Context: an optimization exercise on an open-source flow, tuned for small area and a short achievable clock period. The choices shown serve that exercise and are no tape-out recipe.
RTL that was checked went through simulation tests only; none was proved equivalent to the original.
The clock port is modelled as an ideal driver; clocking choices that lean on that would not hold on a real chip.

==> v26: inputs <==
## trk_lane_rx
module trk_lane_rx (
    input  wire        clk,
    input  wire        rst,           
    input  wire        blk_valid,
    input  wire [1:0]  blk_sh,        
    input  wire [63:0] blk_pl,        
    input  wire [2:0]  cfg_lane,
    input  wire [1:0]  cfg_step,
    output reg         locked,
    output reg         dat_valid,
    output wire [7:0]  dat_idx,
    output wire [63:0] dat_pl,
    output reg         hdr_valid,
    output reg         hdr_ok,
    output reg  [47:0] hdr_fcnt,
    output reg  [15:0] hdr_claim,
    output reg  [3:0]  hdr_ql,
    output reg  [1:0]  hdr_step,
    output reg  [2:0]  hdr_state,
    output reg  [7:0]  hdr_msg,
    output reg         crc_valid,
    output reg         crc_ok
);
Settings: LEC_CHECK=0, CAP_MARGIN=20, CORE_MARGIN=2, CORE_UTILIZATION=40, SLEW_MARGIN=20; clock period 13.5 ns.
standard.sh (not shown) runs the stock make flow with config.mk's settings and CLKGATE_MAP_FILE= SYNTH_SCRIPT=/design/flow/synth_recipe.tcl, a recipe that flattens the netlist after the stock synthesis.
==> flow/flow/run.sh <==
#!/bin/bash
# Layout: the standard ORFS flow (standard.sh) with extra make settings from flow/params.sh:
# a smaller port-buffer cell, timing repair aimed at a tighter setup margin, smaller clock-tree
# clusters, and a two-level clock tree (flow/cts_post.tcl).
set -euo pipefail
source flow/params.sh
bash standard.sh "${ARGS[@]}" "POST_CTS_TCL=$PWD/flow/cts_post.tcl" finish > standard_flow.log 2>&1
==> flow/flow/params.sh <==
ARGS=("BUFFER_PORTS_ARGS=-buffer_cell sky130_fd_sc_hd__buf_2" SETUP_SLACK_MARGIN=9.7 TNS_END_PERCENT=0 CTS_CLUSTER_SIZE=25 CTS_CLUSTER_DIAMETER=100 SLEW_MARGIN=70)
Other scripts of this flow, unchanged in this note and not shown: flow/flow/cts_post.tcl
==> v31: changes against v26 <==
--- a/flow/design.v
+++ b/flow/design.v
@@ -34,11 +34,10 @@
     reg  [1:0] win;         
     reg  [4:0] err;         
     reg [63:0] dreg;        
     reg        t1_b0;       
     reg        t1_b1;       
-    reg        t1_sh;       
     reg        t1_ls;       
     reg        t1_se;       
     reg        ok0;         
     reg [7:0]  z8;          
     reg [15:0] c16;         
@@ -470,11 +469,11 @@
     assign f16[11] = p_238;
     assign f16[12] = p_246;
     assign f16[13] = p_254;
     assign f16[14] = p_261;
     assign f16[15] = p_269;
-    wire hdr_good = ok0 && t1_sh && t1_ls && (dreg[7:0] == 8'h47) && (f8 == z8);
+    wire hdr_good = ok0 && !t1_se && t1_ls && (dreg[7:0] == 8'h47) && (f8 == z8);
     wire hdr_lost = t1_b1 && bad_prev && !hdr_good;
     wire t1_take  = dat_valid || t1_b0 || t1_b1;
     wire se_lost  = t1_take && t1_se && (err == 5'd31);
     wire lk_eff   = lk && !hdr_lost && !se_lost;
     wire is_hdr   = (blk_sh == 2'b01);
@@ -484,11 +483,10 @@
     wire take     = blk_valid && lk_eff;
     wire lock_now = blk_valid && !lk_eff && is_hdr && prev_hdr;
     always @(posedge clk) begin
         if (blk_valid) hist <= blk_pl[63:6];
         dreg   <= desc;
-        t1_sh  <= is_hdr;
         t1_se  <= (nb0 || nb1) ? !is_hdr : !is_dat;
         t1_ls  <= (desc[30:28] == cfg_lane) && (desc[33:32] == cfg_step);
         hdr_claim <= dreg[23:8];
         hdr_ql    <= dreg[27:24];
         hdr_step  <= dreg[33:32];
@@ -496,11 +494,11 @@
         hdr_msg   <= dreg[47:40];
         hdr_ok    <= hdr_good;
         crc_ok    <= (dreg[63:48] == c16);
         if (t1_b0) begin
             z8  <= zin;
-            ok0 <= t1_sh && (dreg[7:0] == 8'hB8);
+            ok0 <= !t1_se && (dreg[7:0] == 8'hB8);
             hdr_fcnt <= dreg[55:8];
         end
         if (dat_valid) c16 <= f16;
         if (lock_now) cnt <= 8'd1;
         else if (take) cnt <= cnt + 8'd1;
==> flow/flow/params.sh (replaced) <==
ARGS=("BUFFER_PORTS_ARGS=-buffer_cell sky130_fd_sc_hd__buf_2" SETUP_SLACK_MARGIN=9.7 TNS_END_PERCENT=0 CTS_CLUSTER_SIZE=25 CTS_CLUSTER_DIAMETER=100)
==> comparison table <==
Run status: v26 finished clean; v31 finished clean
Share of synthesized cell area in and, or, nand and nor gates: v26 3.859%; v31 4.280%
Die Span Y: v26 182.5 um; v31 184.1 um
Overall track demand over capacity in global routing: v26 22.49%; v31 22.89%
Register bit count reported by yosys: v26 258; v31 257
Launch instance of the worst register-to-register path: v26 dreg[53]; v31 dreg[55]
Data required time at the worst endpoint: v26 10.80 ns; v31 13.73 ns
Worst Hold Margin: v26 0.4512 ns; v31 0.4523 ns
Synthesized area per cell: v26 13.10 sq um; v31 12.99 sq um
Setup WS pre-CTS: v26 9.387 ns; v31 9.376 ns
Placeable core area: v26 31470 sq um; v31 31720 sq um
Xor and xnor area share after synthesis: v26 41.69%; v31 41.46%
Number of cell instances on the worst register-to-register path: v26 11; v31 9
Netlist area before placement: v26 12740 sq um; v31 12980 sq um
Routed length per instance: v26 23.08 um; v31 23.56 um
Mux cell area share after synthesis: v26 0.3142%; v31 0.1542%
Sequential share of cell area: v26 43.11%; v31 43.86%
Fmax: v26 266.7 MHz; v31 265.8 MHz
Function not checked in v31: the RTL went through the layout flow alone.

-- afterwards: timing with drivers on the ports --
No port has a modelled driver above. Below, the same layouts with a new extraction and two added sets of constraints. Step 1, drivers: a clkbuf_16 drives clk and a buf_2 each remaining input, both assumed. Step 2 adds t to the input delays and takes it off the output delays; t is the mean of the earliest and latest rising clock arrival at the registers after step 1. Input paths then give back, and output paths get back, about the clock's delay inside the block. Slacks: no drivers / after step 1 / after step 2; pairs: no drivers / after step 1.
| run | shift t [ns] | setup slack, ns | worst setup path at the end |
|---|---|---|---|
| v26 | 0.415 | 9.750 / 9.645 / 9.444 | input to register |
| v31 | 0.409 | 9.738 / 9.698 / 9.393 | input to register |
After both steps setup and hold are still met in every run listed. The setup slack of v31, which loses most, moves by -0.040 ns with the drivers and by -0.345 ns with both steps.
